Context: an optimization exercise on an open-source flow, tuned for small area, a short achievable clock period and few clock cycles per item. The choices shown serve that exercise and are no tape-out recipe.
Only simulation tests tie the RTL to the original design; equivalence was not proved.
Power is estimated from default activity; no workload was simulated.

==> run M: inputs <==
## ch_topk
module ch_topk (
    input  wire        clk,
    input  wire        rst,
    input  wire        in_valid,
    output wire        in_ready,
    input  wire [1:0]  in_kind,        
    input  wire [47:0] in_id,
    input  wire [31:0] in_score,
    input  wire [4:0]  cfg_k,          
    input  wire [1:0]  cfg_fmt,        
    input  wire [1:0]  cfg_dist,
    input  wire        cfg_incl_nan,
    input  wire        cfg_dedup,
    output wire        out_valid,
    input  wire        out_ready,
    output wire [47:0] out_id,
    output wire [31:0] out_score,
    output wire        out_last,
    output wire [4:0]  out_count,
    output wire        out_short,
    output wire        out_ties,
    output wire        out_nan_included,
    output wire [15:0] out_tie_excess,
    output wire [15:0] out_dup_removed,
    output wire [15:0] out_dup_conflict,
    output wire [15:0] out_nan_excluded,
    output wire [15:0] out_sentinel_in
);
    localparam K = 16;
  ...
Settings: LEC_CHECK=0, CAP_MARGIN=35, CORE_MARGIN=2, CORE_UTILIZATION=50, SLEW_MARGIN=35; clock period 13.0 ns.
standard.sh (not shown) runs the stock make flow with config.mk's settings and CLKGATE_MAP_FILE= SYNTH_SCRIPT=/design/flow/synth_recipe.tcl, a recipe that flattens the netlist after the stock synthesis.
==> flow/flow/run.sh <==
#!/bin/bash
set -euo pipefail
export SETUP_SLACK_MARGIN=8.7
export MAX_REPAIR_ANTENNAS_ITER_DRT=12
bash standard.sh > standard.log 2>&1
==> run G: changes against run M <==
--- a/flow/design.v
+++ b/flow/design.v
@@ -199,37 +199,13 @@
     end
     wire go      = s2_v && !stall;
     wire p_open  = go && s2_kind == KIND_OPEN;
     wire p_close = go && s2_kind == KIND_CLOSE && open_q;
     wire p_entry = go && s2_kind == KIND_ENTRY && open_q;
+    assign in_ready = !(s1_v && stall);
+    wire take = in_valid && in_ready;
     wire adv  = !stall;    
-    reg  in_rdy_q;
-    assign in_ready = in_rdy_q;
-    wire take = in_valid && in_rdy_q;
-    reg [3:0] g_one, g_two;
-    always @(*)
-        for (j = 0; j < 4; j = j + 1) begin
-            g_one[j] = |free[4*j +: 4];
-            g_two[j] = (free[4*j] & (free[4*j+1] | free[4*j+2] | free[4*j+3])) |
-                       (free[4*j+1] & (free[4*j+2] | free[4*j+3])) |
-                       (free[4*j+2] & free[4*j+3]);
-        end
-    wire free1 = |g_one;
-    wire free2 = (|g_two) || (g_one[0] & (g_one[1] | g_one[2] | g_one[3])) ||
-                 (g_one[1] & (g_one[2] | g_one[3])) || (g_one[2] & g_one[3]);
-    wire       s1_v_n    = in_rdy_q ? in_valid : (s1_v && !adv);
-    wire       s2_v_n    = adv ? s1_v : s2_v;
-    wire [1:0] s2_kind_n = adv ? s1_kind : s2_kind;
-    wire       s2_entry  = s2_v && s2_kind == KIND_ENTRY;
-    wire       s2_clr    = s2_v && (s2_kind == KIND_OPEN || s2_kind == KIND_CLOSE);
-    wire       almost    = {1'b0, n_cur} + 6'd1 == {1'b0, k_q};
-    wire       freed     = ld && real_b;
-    wire       free_ok_n = free2 || freed || (free1 && (!s2_entry || almost));
-    wire       full_ok_n = full && !s2_clr;
-    wire       busy_n    = busy_o || s2_clr;
-    wire       blk_n     = s2_v_n && ((s2_kind_n == KIND_CLOSE && busy_n) ||
-                                      (s2_kind_n == KIND_ENTRY && !full_ok_n && !free_ok_n));
     wire [K-1:0] r_lt, r_eq, i_lt, i_eq;
     generate
         for (g = 0; g < K; g = g + 1) begin : g_cmp
             ch_cmp #(.W(33)) u_cr (.a(s1_rank), .b(s_rank[g]), .lt(r_lt[g]), .eq(r_eq[g]));
             ch_cmp #(.W(48)) u_ci (.a(s1_id),   .b(s_id[g]),   .lt(i_lt[g]), .eq(i_eq[g]));
@@ -275,23 +251,19 @@
     wire ins      = plain && !discard;
     wire evict    = ins && full;
     wire repl     = dup && dup_wins;
     wire wr       = p_entry && (ins || repl);
     wire [K-1:0] target = repl ? twin : (full ? wsel : ffree);
-    wire [K-1:0] wen = {K{p_entry && live}} &
-                       ((twin & ~ahead) | ({K{!any_twin}} & (full ? (wsel & ~ahead) : ffree)));
-    reg [2:0] p4 [0:3];
     reg [4:0] p;
     reg [3:0] h;       
     always @(*) begin
-        for (j = 0; j < 4; j = j + 1)
-            p4[j] = ({2'd0, ahead[4*j]} + {2'd0, ahead[4*j+1]}) +
-                    ({2'd0, ahead[4*j+2]} + {2'd0, ahead[4*j+3]});
-        p = ({2'd0, p4[0]} + {2'd0, p4[1]}) + ({2'd0, p4[2]} + {2'd0, p4[3]});
+        p = 5'd0;
         h = 4'd0;
-        for (j = 0; j < K; j = j + 1)
+        for (j = 0; j < K; j = j + 1) begin
+            p = p + {4'd0, ahead[j]};
             h = h | (twin[j] ? s_pos[j] : 4'd0);
+        end
     end
     wire tw_eqp_w = |(twin & eqp);
     wire e_eqp    = |(ahead & same);
     wire [4:0] h_nxt = {1'b0, h} + 5'd1;
     reg [K-1:0] sel;
@@ -332,22 +304,21 @@
     wire ld        = busy_o && !beat[4] && beat[3:0] <= km1_o && (!ovalid || out_ready);
     wire real_b    = beat < n_o;
     wire sent_last = ovalid && out_ready && olast;
     always @(posedge clk) begin
         if (rst) begin
-            in_rdy_q <= 1'b1;
             s1_v   <= 1'b0;
             s2_v   <= 1'b0;
             open_q <= 1'b0;
             vc     <= {K{1'b0}};
             vo     <= {K{1'b0}};
             n_cur  <= 5'd0;
             busy_o <= 1'b0;
             ovalid <= 1'b0;
         end else begin
-            in_rdy_q <= !(s1_v_n && blk_n);
-            s1_v <= s1_v_n;
+            if (in_ready)
+                s1_v <= in_valid;
             if (adv)
                 s2_v <= s1_v;
             if (p_open) begin
                 open_q <= 1'b1;
                 vc     <= {K{1'b0}};
@@ -374,11 +345,11 @@
             else if (out_ready)
                 ovalid <= 1'b0;
         end
     end
     always @(posedge clk) begin
-        if (in_rdy_q) begin
+        if (take) begin
             s1_kind <= in_kind;
             s1_id   <= in_id;
             s1_rank <= in_rank;
             s1_negz <= in_negz;
             s1_sent <= &in_id;
@@ -411,16 +382,14 @@
                 lb_q    <= lb_i;
                 dedup_q <= dedup_i;
             end
         end
         for (j = 0; j < K; j = j + 1) begin
-            if (wen[j]) begin
+            if (wr && target[j]) begin
                 s_id[j]   <= s2_id;
                 s_rank[j] <= s2_rank;
                 s_negz[j] <= s2_negz;
-            end
-            if (wr && target[j]) begin
                 s_pos[j]  <= p[3:0];
                 eqp[j]    <= e_eqp;
             end else if (wr && vc[j] && !ahead[j]) begin
                 if (!repl || s_pos[j] < h)
                     s_pos[j] <= s_pos[j] + 4'd1;
==> flow/run.sh (new file) <==
#!/bin/bash
# synth_recipe.tcl (not shown) runs the flow's synth.tcl, then flattens the netlist and writes it again
# the make line also repeats each setting of config.mk as NAME=value (left out here)
make -C /OpenROAD-flow-scripts/flow DESIGN_CONFIG=/design/flow/config.mk WORK_HOME=/design/flow/orfs CLKGATE_MAP_FILE= SYNTH_SCRIPT=/design/flow/synth_recipe.tcl finish
- ABC_CLOCK_PERIOD_IN_PS: default -> 4000
- CORE_UTILIZATION: 50 -> 45
- SETUP_SLACK_MARGIN: default -> 5
removed: flow/flow/run.sh
removed: flow/standard.sh
==> run B: changes against run M <==
--- a/flow/design.v
+++ b/flow/design.v
@@ -199,37 +199,13 @@
     end
     wire go      = s2_v && !stall;
     wire p_open  = go && s2_kind == KIND_OPEN;
     wire p_close = go && s2_kind == KIND_CLOSE && open_q;
     wire p_entry = go && s2_kind == KIND_ENTRY && open_q;
+    assign in_ready = !(s1_v && stall);
+    wire take = in_valid && in_ready;
     wire adv  = !stall;    
-    reg  in_rdy_q;
-    assign in_ready = in_rdy_q;
-    wire take = in_valid && in_rdy_q;
-    reg [3:0] g_one, g_two;
-    always @(*)
-        for (j = 0; j < 4; j = j + 1) begin
-            g_one[j] = |free[4*j +: 4];
-            g_two[j] = (free[4*j] & (free[4*j+1] | free[4*j+2] | free[4*j+3])) |
-                       (free[4*j+1] & (free[4*j+2] | free[4*j+3])) |
-                       (free[4*j+2] & free[4*j+3]);
-        end
-    wire free1 = |g_one;
-    wire free2 = (|g_two) || (g_one[0] & (g_one[1] | g_one[2] | g_one[3])) ||
-                 (g_one[1] & (g_one[2] | g_one[3])) || (g_one[2] & g_one[3]);
-    wire       s1_v_n    = in_rdy_q ? in_valid : (s1_v && !adv);
-    wire       s2_v_n    = adv ? s1_v : s2_v;
-    wire [1:0] s2_kind_n = adv ? s1_kind : s2_kind;
-    wire       s2_entry  = s2_v && s2_kind == KIND_ENTRY;
-    wire       s2_clr    = s2_v && (s2_kind == KIND_OPEN || s2_kind == KIND_CLOSE);
-    wire       almost    = {1'b0, n_cur} + 6'd1 == {1'b0, k_q};
-    wire       freed     = ld && real_b;
-    wire       free_ok_n = free2 || freed || (free1 && (!s2_entry || almost));
-    wire       full_ok_n = full && !s2_clr;
-    wire       busy_n    = busy_o || s2_clr;
-    wire       blk_n     = s2_v_n && ((s2_kind_n == KIND_CLOSE && busy_n) ||
-                                      (s2_kind_n == KIND_ENTRY && !full_ok_n && !free_ok_n));
     wire [K-1:0] r_lt, r_eq, i_lt, i_eq;
     generate
         for (g = 0; g < K; g = g + 1) begin : g_cmp
             ch_cmp #(.W(33)) u_cr (.a(s1_rank), .b(s_rank[g]), .lt(r_lt[g]), .eq(r_eq[g]));
             ch_cmp #(.W(48)) u_ci (.a(s1_id),   .b(s_id[g]),   .lt(i_lt[g]), .eq(i_eq[g]));
@@ -275,23 +251,19 @@
     wire ins      = plain && !discard;
     wire evict    = ins && full;
     wire repl     = dup && dup_wins;
     wire wr       = p_entry && (ins || repl);
     wire [K-1:0] target = repl ? twin : (full ? wsel : ffree);
-    wire [K-1:0] wen = {K{p_entry && live}} &
-                       ((twin & ~ahead) | ({K{!any_twin}} & (full ? (wsel & ~ahead) : ffree)));
-    reg [2:0] p4 [0:3];
     reg [4:0] p;
     reg [3:0] h;       
     always @(*) begin
-        for (j = 0; j < 4; j = j + 1)
-            p4[j] = ({2'd0, ahead[4*j]} + {2'd0, ahead[4*j+1]}) +
-                    ({2'd0, ahead[4*j+2]} + {2'd0, ahead[4*j+3]});
-        p = ({2'd0, p4[0]} + {2'd0, p4[1]}) + ({2'd0, p4[2]} + {2'd0, p4[3]});
+        p = 5'd0;
         h = 4'd0;
-        for (j = 0; j < K; j = j + 1)
+        for (j = 0; j < K; j = j + 1) begin
+            p = p + {4'd0, ahead[j]};
             h = h | (twin[j] ? s_pos[j] : 4'd0);
+        end
     end
     wire tw_eqp_w = |(twin & eqp);
     wire e_eqp    = |(ahead & same);
     wire [4:0] h_nxt = {1'b0, h} + 5'd1;
     reg [K-1:0] sel;
@@ -332,22 +304,21 @@
     wire ld        = busy_o && !beat[4] && beat[3:0] <= km1_o && (!ovalid || out_ready);
     wire real_b    = beat < n_o;
     wire sent_last = ovalid && out_ready && olast;
     always @(posedge clk) begin
         if (rst) begin
-            in_rdy_q <= 1'b1;
             s1_v   <= 1'b0;
             s2_v   <= 1'b0;
             open_q <= 1'b0;
             vc     <= {K{1'b0}};
             vo     <= {K{1'b0}};
             n_cur  <= 5'd0;
             busy_o <= 1'b0;
             ovalid <= 1'b0;
         end else begin
-            in_rdy_q <= !(s1_v_n && blk_n);
-            s1_v <= s1_v_n;
+            if (in_ready)
+                s1_v <= in_valid;
             if (adv)
                 s2_v <= s1_v;
             if (p_open) begin
                 open_q <= 1'b1;
                 vc     <= {K{1'b0}};
@@ -374,11 +345,11 @@
             else if (out_ready)
                 ovalid <= 1'b0;
         end
     end
     always @(posedge clk) begin
-        if (in_rdy_q) begin
+        if (take) begin
             s1_kind <= in_kind;
             s1_id   <= in_id;
             s1_rank <= in_rank;
             s1_negz <= in_negz;
             s1_sent <= &in_id;
@@ -411,16 +382,14 @@
                 lb_q    <= lb_i;
                 dedup_q <= dedup_i;
             end
         end
         for (j = 0; j < K; j = j + 1) begin
-            if (wen[j]) begin
+            if (wr && target[j]) begin
                 s_id[j]   <= s2_id;
                 s_rank[j] <= s2_rank;
                 s_negz[j] <= s2_negz;
-            end
-            if (wr && target[j]) begin
                 s_pos[j]  <= p[3:0];
                 eqp[j]    <= e_eqp;
             end else if (wr && vc[j] && !ahead[j]) begin
                 if (!repl || s_pos[j] < h)
                     s_pos[j] <= s_pos[j] + 4'd1;
==> flow/flow/run.sh (replaced) <==
#!/bin/bash
set -euo pipefail
export SETUP_SLACK_MARGIN=8
bash standard.sh > standard.log 2>&1
- CORE_UTILIZATION: 50 -> 45
==> comparison <==
Of run M and run G, run M has the higher first-iteration DRC count (gap 21%, measured against run G). Run G completed without violations. Run M completed, yet does not pass: antenna rules. Run B completed without violations. Of run M and run G, run M has the higher synthesized cell count (gap 0.95%, measured against run G). In run M the clock power is lower than in run B, by about 2%. Critical path depth: run B is lower than run M (7).
Testbench counts of run M, summed over its fixed seeds: cycles 14,870, items 14,404.
Testbench counts of run G, summed over its fixed seeds: cycles 14,870, items 14,404.
Testbench counts of run B, summed over its fixed seeds: cycles 14,870, items 14,404.

-- static timing again, ports no longer ideal --
The results above use ideal ports. As a check the final layouts listed here were re-extracted and re-timed, cells and wires unchanged. Step 1 (the two cells are an assumption about what drives the block):
set clk [get_ports {clk}]
set_driving_cell -lib_cell sky130_fd_sc_hd__clkbuf_16 $clk
set_driving_cell -lib_cell sky130_fd_sc_hd__buf_2 [delete_from_list [all_inputs] $clk]
Step 2 moves the port delays by t, midway between the first and last clock arrival at a register: inputs arrive t later, outputs are due t later. That takes back most of the time a late clock gives input paths. Three values: ideal ports, drivers, drivers and shift; two values: the first two.
run	shift t [ns]	slack for setup (ns)	hold WS [ns]
run M	0.968	8.506 / 8.506 / 7.831	0.419 / 0.419 / 0.419
run G	0.966	5.423 / 5.330 / 6.294	0.418 / 0.418 / 0.418
run B	0.988	7.248 / 7.150 / 7.241	0.420 / 0.420 / 0.420
The setup slack of run M, which loses most, moves by 0.000 ns with the drivers and by -0.675 ns with both steps.
